Background: an optimization exercise with open tools, aiming at small area, a short achievable clock period and few clock cycles per item. Do not read the settings as production practice.
Function was checked by simulation only, so behaviour that the tests miss may differ from the original.

Setup of run 1:
Design sha384, start of the top module:
module sha384 (
    input  wire         clk,
    input  wire         rst,            
    input  wire         in_valid,
    output wire         in_ready,
    input  wire [63:0]  in_data,        
    input  wire         in_first,       
    input  wire         in_last,        
    output wire [383:0] digest,         
    output reg          digest_valid
);
Size: about 13000 cells after synthesis, ~100000 sq um of cells after synthesis.
Settings: LEC_CHECK=0, ABC_AREA=1, CAP_MARGIN=40, CORE_MARGIN=2, CORE_UTILIZATION=40, SLEW_MARGIN=40, SYNTH_MEMORY_MAX_BITS=16384; clock period 12.0 ns.
standard.sh (not shown) runs the stock make flow with config.mk's settings and CLKGATE_MAP_FILE= SYNTH_SCRIPT=/design/flow/synth_recipe.tcl, a recipe that flattens the netlist after the stock synthesis.
==> flow/flow/run.sh <==
#!/bin/bash
set -euo pipefail
export SETUP_SLACK_MARGIN=${MARGIN:-6.2}
bash standard.sh > layout.log 2>&1
Testbench counts of run 1, summed over its fixed seeds: cycles 191,696, blocks 2,396.
The inputs of run 2 differ from those of run 1 as listed below.
--- a/flow/config.mk
+++ b/flow/config.mk
@@ -8 +7,0 @@
-export ABC_AREA = 1
@@ -11,0 +11,2 @@
+export CTS_BUF_LIST = sky130_fd_sc_hd__clkbuf_8
+export CTS_CLUSTER_SIZE = 24
[summary]
Min first-pass GRT wire length across run 1 and run 2: run 2. Of the two values seen for end of the critical path, r[0][54] was produced by run 1 and f[44] by run 2. Looking at summed instance area of the synthesized netlist, run 2 sits 7.3% lower than run 1 does. Note that the layout clock buffer count recorded for run 2 amounts to 1.5 times the value seen in run 1.
## Diff of input files: run 3 against run 2
==> flow/run.sh (new file) <==
#!/bin/bash
# synth_recipe.tcl (not shown) runs the flow's synth.tcl, then flattens the netlist and writes it again
# the make line also repeats each setting of config.mk as NAME=value (left out here)
make -C /OpenROAD-flow-scripts/flow DESIGN_CONFIG=/design/flow/config.mk WORK_HOME=/design/flow/orfs CLKGATE_MAP_FILE= SYNTH_SCRIPT=/design/flow/synth_recipe.tcl finish
--- a/flow/config.mk
+++ b/flow/config.mk
@@ -11,2 +11 @@
-export CTS_BUF_LIST = sky130_fd_sc_hd__clkbuf_8
-export CTS_CLUSTER_SIZE = 24
+export SETUP_SLACK_MARGIN = 5
removed: flow/flow/run.sh
removed: flow/standard.sh
[summary]
- No stage failed in run 3, and the final checks on the layout all came back clean.
- Count of plain and timing-repair buffers of run 3 falls short of that of run 2 by more than 10%.
- Summary: via count, run 3 better than run 2
- From run 2 to run 3 the numbers moved as follows: top-level port count essentially unchanged; data arrival time of the critical path increased 0.85 ns; number of logic stages on the critical path including buffering increased 10%; level count of the clock H-tree decreased 1.
- Critical-path maximum fanout shrinks by more than 10% when moving from run 2 to run 3.
- Status: routed length per placed instance parity (run 3, run 2)
- Start point of the critical path: q77 -> run 2, run_first -> run 3
Input-level comparison between run 4 and run 3:
==> flow/flow/run.sh (new file) <==
#!/bin/bash
set -euo pipefail
export SETUP_SLACK_MARGIN=${MARGIN:-6.5}
bash standard.sh > layout.log 2>&1
==> flow/standard.sh (new file) <==
#!/bin/bash
# synth_recipe.tcl (not shown) runs the flow's synth.tcl, then flattens the netlist and writes it again
# the make line also repeats each setting of config.mk as NAME=value (left out here)
make -C /OpenROAD-flow-scripts/flow DESIGN_CONFIG=/design/flow/config.mk WORK_HOME=/design/flow/orfs CLKGATE_MAP_FILE= SYNTH_SCRIPT=/design/flow/synth_recipe.tcl "${@:-finish}"
--- a/flow/config.mk
+++ b/flow/config.mk
@@ -11 +10,0 @@
-export SETUP_SLACK_MARGIN = 5
@@ -13,0 +13 @@
+export TNS_END_PERCENT = 10
removed: flow/run.sh
## What came out
The run showing the smaller proportion of final cell area spent on non-clock buffers is run 3.
There was hardly any difference in met1 demand-to-capacity share in global routing between run 3 and run 4.
Run 4 vs. run 3: wire length picked up an extra 3.1%, timing-limited maximum frequency went up, multi-input combinational gate total was more or less identical, design area rose about 6%.
Run 4 against run 3: total stage count of the critical path lost 1, total area of sequential cells saw an increase, cell count after placement flat.

[static timing again, ports no longer ideal]
How much do the figures lean on ideal ports? The routed layouts below were timed once more, with nothing changed but the port constraints. Step 1, drivers: a clkbuf_16 drives clk and a buf_2 each remaining input, both assumed. Step 2, shift: input delay + t, output delay - t, t = (earliest + latest rising clock arrival at the registers) / 2. This alone moves slack from input paths to output paths. Slacks: ideal / step 1 / step 2; pairs: ideal / step 1.
run | shift t [ns] | slack for setup (ns) | worst register clock-pin slew, ns | worst data-port slew with drivers (ns)
run 1 | 1.015 | 6.187 / 6.187 / 6.187 | 0.08 / 0.08 | 0.15
run 2 | 1.183 | 6.120 / 6.120 / 6.120 | 0.08 / 0.08 | 0.08
run 3 | 0.958 | 5.024 / 5.024 / 5.024 | 0.07 / 0.07 | 0.10
run 4 | 0.985 | 6.205 / 6.205 / 6.205 | 0.07 / 0.07 | 0.10
After both steps every run listed still meets setup and hold.
